Context: an optimization exercise on an open-source flow, tuned for small area, a short achievable clock period and few clock cycles per item. The choices shown serve that exercise and are no tape-out recipe.
In this exercise RTL edits were held to simulation tests only and were not proved equivalent to the original.

==> flow/design.v <==
module bucking_gain_rom (
    input  wire [7:0]  code,
    output reg  [15:0] gain
);
    always @(*) begin
        case (code)
            8'd0: gain = 16'd0;
            8'd1: gain = 16'd27592;
            8'd2: gain = 16'd27629;
            8'd3: gain = 16'd27667;
            8'd4: gain = 16'd27704;
            8'd5: gain = 16'd27742;
            8'd6: gain = 16'd27779;
            8'd7: gain = 16'd27817;
            8'd8: gain = 16'd27855;
            8'd9: gain = 16'd27892;
            8'd10: gain = 16'd27930;
            8'd11: gain = 16'd27968;
            8'd12: gain = 16'd28006;
            8'd13: gain = 16'd28044;
            8'd14: gain = 16'd28082;
            8'd15: gain = 16'd28120;
            8'd16: gain = 16'd28158;
            8'd17: gain = 16'd28196;
            8'd18: gain = 16'd28234;
            8'd19: gain = 16'd28272;
            8'd20: gain = 16'd28311;
            8'd21: gain = 16'd28349;
            8'd22: gain = 16'd28388;
            8'd23: gain = 16'd28426;
            8'd24: gain = 16'd28464;
            8'd25: gain = 16'd28503;
            8'd26: gain = 16'd28542;
            8'd27: gain = 16'd28580;
            8'd28: gain = 16'd28619;
            8'd29: gain = 16'd28658;
            8'd30: gain = 16'd28697;
            8'd31: gain = 16'd28736;
            8'd32: gain = 16'd28774;
            8'd33: gain = 16'd28813;
            8'd34: gain = 16'd28852;
            8'd35: gain = 16'd28892;
            8'd36: gain = 16'd28931;
            8'd37: gain = 16'd28970;
            8'd38: gain = 16'd29009;
            8'd39: gain = 16'd29048;
            8'd40: gain = 16'd29088;
            8'd41: gain = 16'd29127;
            8'd42: gain = 16'd29167;
            8'd43: gain = 16'd29206;
            8'd44: gain = 16'd29246;
            8'd45: gain = 16'd29285;
            8'd46: gain = 16'd29325;
            8'd47: gain = 16'd29365;
            8'd48: gain = 16'd29405;
            8'd49: gain = 16'd29444;
            8'd50: gain = 16'd29484;
            8'd51: gain = 16'd29524;
            8'd52: gain = 16'd29564;
            8'd53: gain = 16'd29604;
            8'd54: gain = 16'd29644;
            8'd55: gain = 16'd29684;
            8'd56: gain = 16'd29725;
            8'd57: gain = 16'd29765;
            8'd58: gain = 16'd29805;
            8'd59: gain = 16'd29846;
            8'd60: gain = 16'd29886;
            8'd61: gain = 16'd29927;
            8'd62: gain = 16'd29967;
            8'd63: gain = 16'd30008;
            8'd64: gain = 16'd30048;
            8'd65: gain = 16'd30089;
            8'd66: gain = 16'd30130;
            8'd67: gain = 16'd30171;
            8'd68: gain = 16'd30212;
            8'd69: gain = 16'd30252;
            8'd70: gain = 16'd30293;
            8'd71: gain = 16'd30334;
            8'd72: gain = 16'd30376;
            8'd73: gain = 16'd30417;
            8'd74: gain = 16'd30458;
            8'd75: gain = 16'd30499;
            8'd76: gain = 16'd30541;
            8'd77: gain = 16'd30582;
            8'd78: gain = 16'd30623;
            8'd79: gain = 16'd30665;
            8'd80: gain = 16'd30706;
            8'd81: gain = 16'd30748;
            8'd82: gain = 16'd30790;
            8'd83: gain = 16'd30831;
            8'd84: gain = 16'd30873;
            8'd85: gain = 16'd30915;
            8'd86: gain = 16'd30957;
            8'd87: gain = 16'd30999;
            8'd88: gain = 16'd31041;
            8'd89: gain = 16'd31083;
            8'd90: gain = 16'd31125;
            8'd91: gain = 16'd31167;
            8'd92: gain = 16'd31209;
            8'd93: gain = 16'd31252;
            8'd94: gain = 16'd31294;
            8'd95: gain = 16'd31336;
            8'd96: gain = 16'd31379;
            8'd97: gain = 16'd31421;
            8'd98: gain = 16'd31464;
            8'd99: gain = 16'd31506;
            8'd100: gain = 16'd31549;
            8'd101: gain = 16'd31592;
            8'd102: gain = 16'd31635;
            8'd103: gain = 16'd31678;
            8'd104: gain = 16'd31720;
            8'd105: gain = 16'd31763;
            8'd106: gain = 16'd31806;
            8'd107: gain = 16'd31850;
            8'd108: gain = 16'd31893;
            8'd109: gain = 16'd31936;
            8'd110: gain = 16'd31979;
            8'd111: gain = 16'd32022;
            8'd112: gain = 16'd32066;
            8'd113: gain = 16'd32109;
            8'd114: gain = 16'd32153;
            8'd115: gain = 16'd32196;
            8'd116: gain = 16'd32240;
            8'd117: gain = 16'd32284;
            8'd118: gain = 16'd32327;
            8'd119: gain = 16'd32371;
            8'd120: gain = 16'd32415;
            8'd121: gain = 16'd32459;
            8'd122: gain = 16'd32503;
            8'd123: gain = 16'd32547;
            8'd124: gain = 16'd32591;
            8'd125: gain = 16'd32635;
            8'd126: gain = 16'd32679;
            8'd127: gain = 16'd32724;
            8'd128: gain = 16'd32768;
            8'd129: gain = 16'd32812;
            8'd130: gain = 16'd32857;
            8'd131: gain = 16'd32901;
            8'd132: gain = 16'd32946;
            8'd133: gain = 16'd32991;
            8'd134: gain = 16'd33035;
            8'd135: gain = 16'd33080;
            8'd136: gain = 16'd33125;
            8'd137: gain = 16'd33170;
            8'd138: gain = 16'd33215;
            8'd139: gain = 16'd33260;
            8'd140: gain = 16'd33305;
            8'd141: gain = 16'd33350;
            8'd142: gain = 16'd33395;
            8'd143: gain = 16'd33440;
            8'd144: gain = 16'd33486;
            8'd145: gain = 16'd33531;
            8'd146: gain = 16'd33576;
            8'd147: gain = 16'd33622;
            8'd148: gain = 16'd33667;
            8'd149: gain = 16'd33713;
            8'd150: gain = 16'd33759;
            8'd151: gain = 16'd33804;
            8'd152: gain = 16'd33850;
            8'd153: gain = 16'd33896;
            8'd154: gain = 16'd33942;
            8'd155: gain = 16'd33988;
            8'd156: gain = 16'd34034;
            8'd157: gain = 16'd34080;
            8'd158: gain = 16'd34126;
            8'd159: gain = 16'd34172;
            8'd160: gain = 16'd34219;
            8'd161: gain = 16'd34265;
            8'd162: gain = 16'd34312;
            8'd163: gain = 16'd34358;
            8'd164: gain = 16'd34405;
            8'd165: gain = 16'd34451;
            8'd166: gain = 16'd34498;
            8'd167: gain = 16'd34545;
            8'd168: gain = 16'd34591;
            8'd169: gain = 16'd34638;
            8'd170: gain = 16'd34685;
            8'd171: gain = 16'd34732;
            8'd172: gain = 16'd34779;
            8'd173: gain = 16'd34826;
            8'd174: gain = 16'd34874;
            8'd175: gain = 16'd34921;
            8'd176: gain = 16'd34968;
            8'd177: gain = 16'd35015;
            8'd178: gain = 16'd35063;
            8'd179: gain = 16'd35110;
            8'd180: gain = 16'd35158;
            8'd181: gain = 16'd35206;
            8'd182: gain = 16'd35253;
            8'd183: gain = 16'd35301;
            8'd184: gain = 16'd35349;
            8'd185: gain = 16'd35397;
            8'd186: gain = 16'd35445;
            8'd187: gain = 16'd35493;
            8'd188: gain = 16'd35541;
            8'd189: gain = 16'd35589;
            8'd190: gain = 16'd35637;
            8'd191: gain = 16'd35685;
            8'd192: gain = 16'd35734;
            8'd193: gain = 16'd35782;
            8'd194: gain = 16'd35831;
            8'd195: gain = 16'd35879;
            8'd196: gain = 16'd35928;
            8'd197: gain = 16'd35976;
            8'd198: gain = 16'd36025;
            8'd199: gain = 16'd36074;
            8'd200: gain = 16'd36123;
            8'd201: gain = 16'd36172;
            8'd202: gain = 16'd36221;
            8'd203: gain = 16'd36270;
            8'd204: gain = 16'd36319;
            8'd205: gain = 16'd36368;
            8'd206: gain = 16'd36417;
            8'd207: gain = 16'd36467;
            8'd208: gain = 16'd36516;
            8'd209: gain = 16'd36566;
            8'd210: gain = 16'd36615;
            8'd211: gain = 16'd36665;
            8'd212: gain = 16'd36715;
            8'd213: gain = 16'd36764;
            8'd214: gain = 16'd36814;
            8'd215: gain = 16'd36864;
            8'd216: gain = 16'd36914;
            8'd217: gain = 16'd36964;
            8'd218: gain = 16'd37014;
            8'd219: gain = 16'd37064;
            8'd220: gain = 16'd37114;
            8'd221: gain = 16'd37165;
            8'd222: gain = 16'd37215;
            8'd223: gain = 16'd37265;
            8'd224: gain = 16'd37316;
            8'd225: gain = 16'd37366;
            8'd226: gain = 16'd37417;
            8'd227: gain = 16'd37468;
            8'd228: gain = 16'd37518;
            8'd229: gain = 16'd37569;
            8'd230: gain = 16'd37620;
            8'd231: gain = 16'd37671;
            8'd232: gain = 16'd37722;
            8'd233: gain = 16'd37773;
            8'd234: gain = 16'd37824;
            8'd235: gain = 16'd37876;
            8'd236: gain = 16'd37927;
            8'd237: gain = 16'd37978;
            8'd238: gain = 16'd38030;
            8'd239: gain = 16'd38081;
            8'd240: gain = 16'd38133;
            8'd241: gain = 16'd38185;
            8'd242: gain = 16'd38236;
            8'd243: gain = 16'd38288;
            8'd244: gain = 16'd38340;
            8'd245: gain = 16'd38392;
            8'd246: gain = 16'd38444;
            8'd247: gain = 16'd38496;
            8'd248: gain = 16'd38548;
            8'd249: gain = 16'd38600;
            8'd250: gain = 16'd38653;
            8'd251: gain = 16'd38705;
            8'd252: gain = 16'd38757;
            8'd253: gain = 16'd38810;
            8'd254: gain = 16'd38863;
            8'd255: gain = 16'd38915;
            default: gain = 16'd0;
        endcase
    end
endmodule
module bucking_correct (
    input  wire         clk,
    input  wire         rst,           
    input  wire         in_valid,
    output wire         in_ready,
    input  wire [287:0] in_m,          
    input  wire [15:0]  in_maxdrive,   
    input  wire         in_twelve,     
    input  wire [15:0]  in_br,         
    input  wire         in_temporal,   
    input  wire [7:0]   in_s,          
    input  wire [3:0]   in_x,          
    input  wire [3:0]   in_y,          
    input  wire [71:0]  in_v,          
    input  wire [23:0]  in_codes,      
    input  wire         in_ue,         
    output reg          out_valid,
    input  wire         out_ready,
    output reg  [15:0]  out_d_r,
    output reg  [15:0]  out_d_g,
    output reg  [15:0]  out_d_b
);
    wire adv = !out_valid || out_ready;
    reg [1:0] col;                     
    wire issue = in_valid && adv;
    assign in_ready = adv && (col == 2'd2);
    always @(posedge clk) begin
        if (rst)
            col <= 2'd0;
        else if (issue)
            col <= (col == 2'd2) ? 2'd0 : col + 2'd1;
    end
    wire signed [31:0] m0 = in_m[32*(3*col + 0) +: 32];
    wire signed [31:0] m1 = in_m[32*(3*col + 1) +: 32];
    wire signed [31:0] m2 = in_m[32*(3*col + 2) +: 32];
    wire signed [24:0] v_r = {1'b0, in_v[23:0]};
    wire signed [24:0] v_g = {1'b0, in_v[47:24]};
    wire signed [24:0] v_b = {1'b0, in_v[71:48]};
    wire signed [58:0] mac = m0 * v_r + m1 * v_g + m2 * v_b;
    wire [7:0] code = (col == 2'd0) ? in_codes[23:16] :
                      (col == 2'd1) ? in_codes[15:8]  : in_codes[7:0];
    wire [15:0] br_sat = (in_br > 16'h8000) ? 16'h8000 : in_br;
    wire [3:0] dc = in_x ^ in_y;
    wire [7:0] dv = {dc[0], in_y[0], dc[1], in_y[1], dc[2], in_y[2], dc[3], in_y[3]};
    wire [7:0] dr = in_temporal ? dv + 8'd107 * in_s : dv;
    reg               s1_valid;
    reg signed [58:0] s1_mac;
    reg [7:0]         s1_code;
    reg [15:0]        s1_br;
    reg [7:0]         s1_r;
    reg               s1_twelve;
    reg [15:0]        s1_maxdrive;
    reg               s1_ue;
    reg [1:0]         s1_col;
    always @(posedge clk) begin
        if (rst)
            s1_valid <= 1'b0;
        else if (adv)
            s1_valid <= issue;
        if (adv) begin
            s1_mac      <= mac;
            s1_code     <= code;
            s1_br       <= br_sat;
            s1_r        <= dr;
            s1_twelve   <= in_twelve;
            s1_maxdrive <= in_maxdrive;
            s1_ue       <= in_ue;
            s1_col      <= col;
        end
    end
    wire signed [34:0] s1_shift = s1_mac >>> 24;
    wire [23:0] y_clamp = s1_shift[34]             ? 24'd0 :
                          (s1_shift > 35'sh0FFFFFF) ? 24'hFFFFFF : s1_shift[23:0];
    wire [15:0] gain;
    bucking_gain_rom u_gain (.code(s1_code), .gain(gain));
    wire [39:0] zg = y_clamp * gain;
    reg        s2_valid;
    reg [24:0] s2_z;
    reg [15:0] s2_br;
    reg [7:0]  s2_r;
    reg        s2_twelve;
    reg [15:0] s2_maxdrive;
    reg        s2_ue;
    reg [1:0]  s2_col;
    always @(posedge clk) begin
        if (rst)
            s2_valid <= 1'b0;
        else if (adv)
            s2_valid <= s1_valid;
        if (adv) begin
            s2_z        <= zg[39:15];
            s2_br       <= s1_br;
            s2_r        <= s1_r;
            s2_twelve   <= s1_twelve;
            s2_maxdrive <= s1_maxdrive;
            s2_ue       <= s1_ue;
            s2_col      <= s1_col;
        end
    end
    wire [40:0] zb_full = s2_z * s2_br;
    wire [25:0] zb = zb_full[40:15];
    wire [26:0] sum16 = zb + s2_r;
    wire [26:0] sum12 = zb + {s2_r, 4'd0} + 27'd8;
    wire [18:0] d16 = sum16[26:8];
    wire [14:0] d12 = sum12[26:12];
    wire [15:0] lim12 = {4'd0, s2_maxdrive[15:4]};
    wire [15:0] drive = s2_ue     ? 16'd0 :
                        s2_twelve ? ((d12 > lim12[14:0]) ? lim12       : {1'b0, d12}) :
                                    ((d16 > s2_maxdrive) ? s2_maxdrive : d16[15:0]);
    reg [15:0] hold_r, hold_g;
    always @(posedge clk) begin
        if (adv && s2_valid) begin
            if (s2_col == 2'd0) hold_r <= drive;
            if (s2_col == 2'd1) hold_g <= drive;
        end
    end
    always @(posedge clk) begin
        if (rst)
            out_valid <= 1'b0;
        else if (adv)
            out_valid <= s2_valid && (s2_col == 2'd2);
        if (adv && s2_valid && s2_col == 2'd2) begin
            out_d_r <= hold_r;
            out_d_g <= hold_g;
            out_d_b <= drive;
        end
    end
endmodule
==> flow/run.sh <==
#!/bin/bash
# synth_recipe.tcl (not shown) runs the flow's synth.tcl, then flattens the netlist and writes it again
# the make line also repeats each setting of config.mk as NAME=value (left out here)
make -C /OpenROAD-flow-scripts/flow DESIGN_CONFIG=/design/flow/config.mk WORK_HOME=/design/flow/orfs CLKGATE_MAP_FILE= SYNTH_SCRIPT=/design/flow/synth_recipe.tcl finish
==> flow/config.mk <==
export PLATFORM = sky130hd
export DESIGN_NAME = bucking_correct
export DESIGN_NICKNAME = bucking_correct
export VERILOG_FILES = /design/flow/design.v
export SDC_FILE = /design/flow/constraint.sdc
export NUM_CORES = 4
export LEC_CHECK = 0
export CAP_MARGIN = 20
export CORE_MARGIN = 2
export CORE_UTILIZATION = 40
export SLEW_MARGIN = 20
==> flow/constraint.sdc <==
create_clock -name core_clock -period 15.0 [get_ports {clk}]
set_input_delay 3.0000 -clock core_clock [delete_from_list [all_inputs] [get_ports {clk}]]
set_output_delay 3.0000 -clock core_clock [all_outputs]
set_load 0.01 [all_outputs]
==> results.txt <==
- Status: complete, no violations
- Place WS: about 1200 ps
- CTS Root Cell: clkbuf_16
- Die Span Y: between 500 and 600 µm
- RSZ-0062 raised after global routing: false
- Final ANT Viol Nets: 0
- CTS tree: built
- CTS Buf Count: 31
- Vias in the first global route: 93.2k
- CP Max Fanout: 16
- CP max stage cell: nor2b_1
- Initial DRT Pass Iterations: 8
- Final HPWL DP: 316 mm
- Placement Rows: 203
- FILL cells: 29.6k
- Via density per instance: between 5 and 6
- Final core occ: 0.437
- Mapped Nets: 17.4k
- Vias: 87.4k
- DRC: 0
- Clock latency on the worst-skew pair: 660 ps
- Yosys top cell area share: 0.533
- Nets: 17.6k
- Largest net degree at the start of global routing: 91
- Number of flops mapped to enable cells by yosys: 236
- Cells after DPL: about 17k
- Max-cap violations: 0
- Worst-Margin Slew: 1240 ps
- Clk buf depth: 3
- Min cycle time layout: approximately 13,000 ps
- Synth cell types: 93
- Final Hold Slack: 415 ps
- CTS resizes: 0
- Area delta synth->final: 8.93%
- Non-filler instance count after layout: 17.3k
- Post-CTS setup buffer count: 0
- Ys async rst share: 0
- Largest stage delay, worst path: roughly 690 ps
- First-pass GRT wire length: 578 mm
- Max Transition Viols Final: 0
- Hold Vio Cnt, Final: 0
- Placement Cell Area: 133,000 µm²
- Initial antenna violation count: 40
- Critical Setup Path Class: in2reg
- GRT Overall Usage: 0.244
- Layout cells sized above 1: 0.0378
- Yosys top cell by area: fa_1
- Starting Density: 0.402
- Overall routed net length: roughly 370 mm
- WP data required: 15,410 ps
- Initial DRC Count: 7,077
- DIE WIDTH: ~560 µm
- CP Capture Type: flip-flop
- Core ar.: 306,000 µm²
- Max Clk Rate: roughly 75 MHz
- Post-synth top flop: edfxtp_1
- Syn Area/Cell: ~9.4 µm²
- Clock sink count: 256
- Routability congestion estimate: 0.961
- Setup ws final: roughly 1700 ps
- Overflow after GRT: 0
- Hold Path Class: reg2reg
- WP data arrival: approximately 14,000 ps
- Tcrit/Tclk final: 0.890
- Cts hold-fix bufs: 0
- Startpoint Class: input port
- Count leader, synth: inv_1
- Fin Setup TNS: 0 ps
- Most frequent CP cell: fa_1
- Worst Clk Skew: slightly below 30 ps
- H-tree level count: 1
- Sequential share of the synthesized area: 0.0610
- Synthesized area: 123,000 µm²
- Synthesized flop and latch total: 256
- Syn. warnings: 2
- Synth Instances: 13.1k
- Port buffer count: between 400 and 500
- Largest cells by area after synthesis: fa_1 53%, inv_1 10%, ha_1 7.0%
- Avg WL per Cell: 21.2 µm
- Post-synth top cells: 3,363 x inv_1, 3,266 x fa_1, 2,030 x nand2_1
- Final-report setup violation count: 0
- Die ar.: 311,000 µm²
- Finished Cell Area: 134,000 µm²
- Worst-path clk slew: about 60 ps
- Slew HR: 0.166
- IO Pins: 489
## path summary, 6_finish.rpt
kind                                  from     endpoint  slack [ps]  depth (start not counted)
worst max register to register      col[0]   s1_mac[58]        2660                         33
worst min-delay path            hold_g[13]  out_d_g[13]         420                          0
worst min register to register  hold_g[13]  out_d_g[13]         420                          0
worst max-delay path              in_m[74]   s1_mac[44]        1650                         29
## critical path, delay by kind of cell
| kind | cells | cell delay, ps |
|---|---|---|
| mux | 1 | 310 |
| buf+inv | 4 | 1130 |
| compound gates | 9 | 2680 |
| xor+xnor | 1 | 130 |
| fa+ha+maj | 11 | 5380 |
| simple gates | 3 | 1090 |
## registers in the layout (all words and copies together) (netlist names), 15 cells and up
signal,cells
gain,15
s2_z,25
s2_maxdrive,16
s2_br,16
s1_maxdrive,16
hold_r,16
s1_br,16
out_d_r,16
hold_g,16
out_d_b,16
out_d_g,16
s1_mac,35
## layout by cell type (no fill, tap or decap), drive strengths merged, types with 22 or more instances in the layout
cell type and n:
xnor2 102, fa 3266, a21oi 196, mux4 33, o211ai 35, mux2i 103
nor3 51, nand2 2030, and3 22, xor2 41, nand4 27, nand3 59
and2 1285, clkdlybuf4s50 475, a211oi 34, ha 682, nor2b 65, nor2 190
a311oi 22, edfxtp 236, o21ai 195, a21o 60, buf 260, clkbuf 34
inv 3372
## area by class of cell
cell class                      instances  area [µm²]  area share
Tap cell                             4100        5130      0.0384
Timing Repair Buffer                  735        6690      0.0501
Antenna cell                           16        40.0    0.000300
Multi-Input combinational cell       8778      101000       0.752
Sequential cell                       256        7500      0.0561
Clock inverter                         24         315     0.00236
Clock buffer                           34         787     0.00589
Inverter                             3365       12600      0.0945
## routing by layer
metal | up-vias | track usage | wire length [µm]
met5 | - | 0 | 228
met4 | 38 | 0.0405 | 7180
met3 | 333 | 0.0476 | 34200
met2 | 3299 | 0.364 | 157000
met1 | 45649 | 0.371 | 169000
li1 | 38037 | - | -
## cells by family (layout without fill, tap and decap cells)
logic type | Yosys count | after routing | synth area share
mux | 144 | 144 | 0.0152
flops | 256 | 256 | 0.0610
compound gates | 750 | 750 | 0.0399
simple gates | 3793 | 3793 | 0.148
xor+xnor | 143 | 143 | 0.0103
buf+inv | 4028 | 4158 | 0.123
fa+ha+maj | 3948 | 3948 | 0.602
other cells | 0 | 16 | 0
Testbench counts, summed over its fixed seeds: cycles 48,024, items 16,000.

-- static timing again, ports no longer ideal --
Ports are ideal in the flow. The routed layout listed here was re-timed in OpenROAD.
Step 1, drivers: a clkbuf_16 drives clk and a buf_2 each remaining input, both assumed.
Step 2 also shifts input and output timing later by t, the mid clock arrival at the registers, as if the neighbouring blocks saw the same clock.
Three values: no drivers, after step 1, after step 2; two values: the first two.
t (ns): 0.712
setup WS [ns]: 1.655 / 1.639 / 0.927
hold WS [ns]: 0.415 / 0.415 / 0.415
After both steps this run still meets setup and hold. For this run, drivers alone change the setup slack by -0.016 ns; drivers and shift together by -0.728 ns.
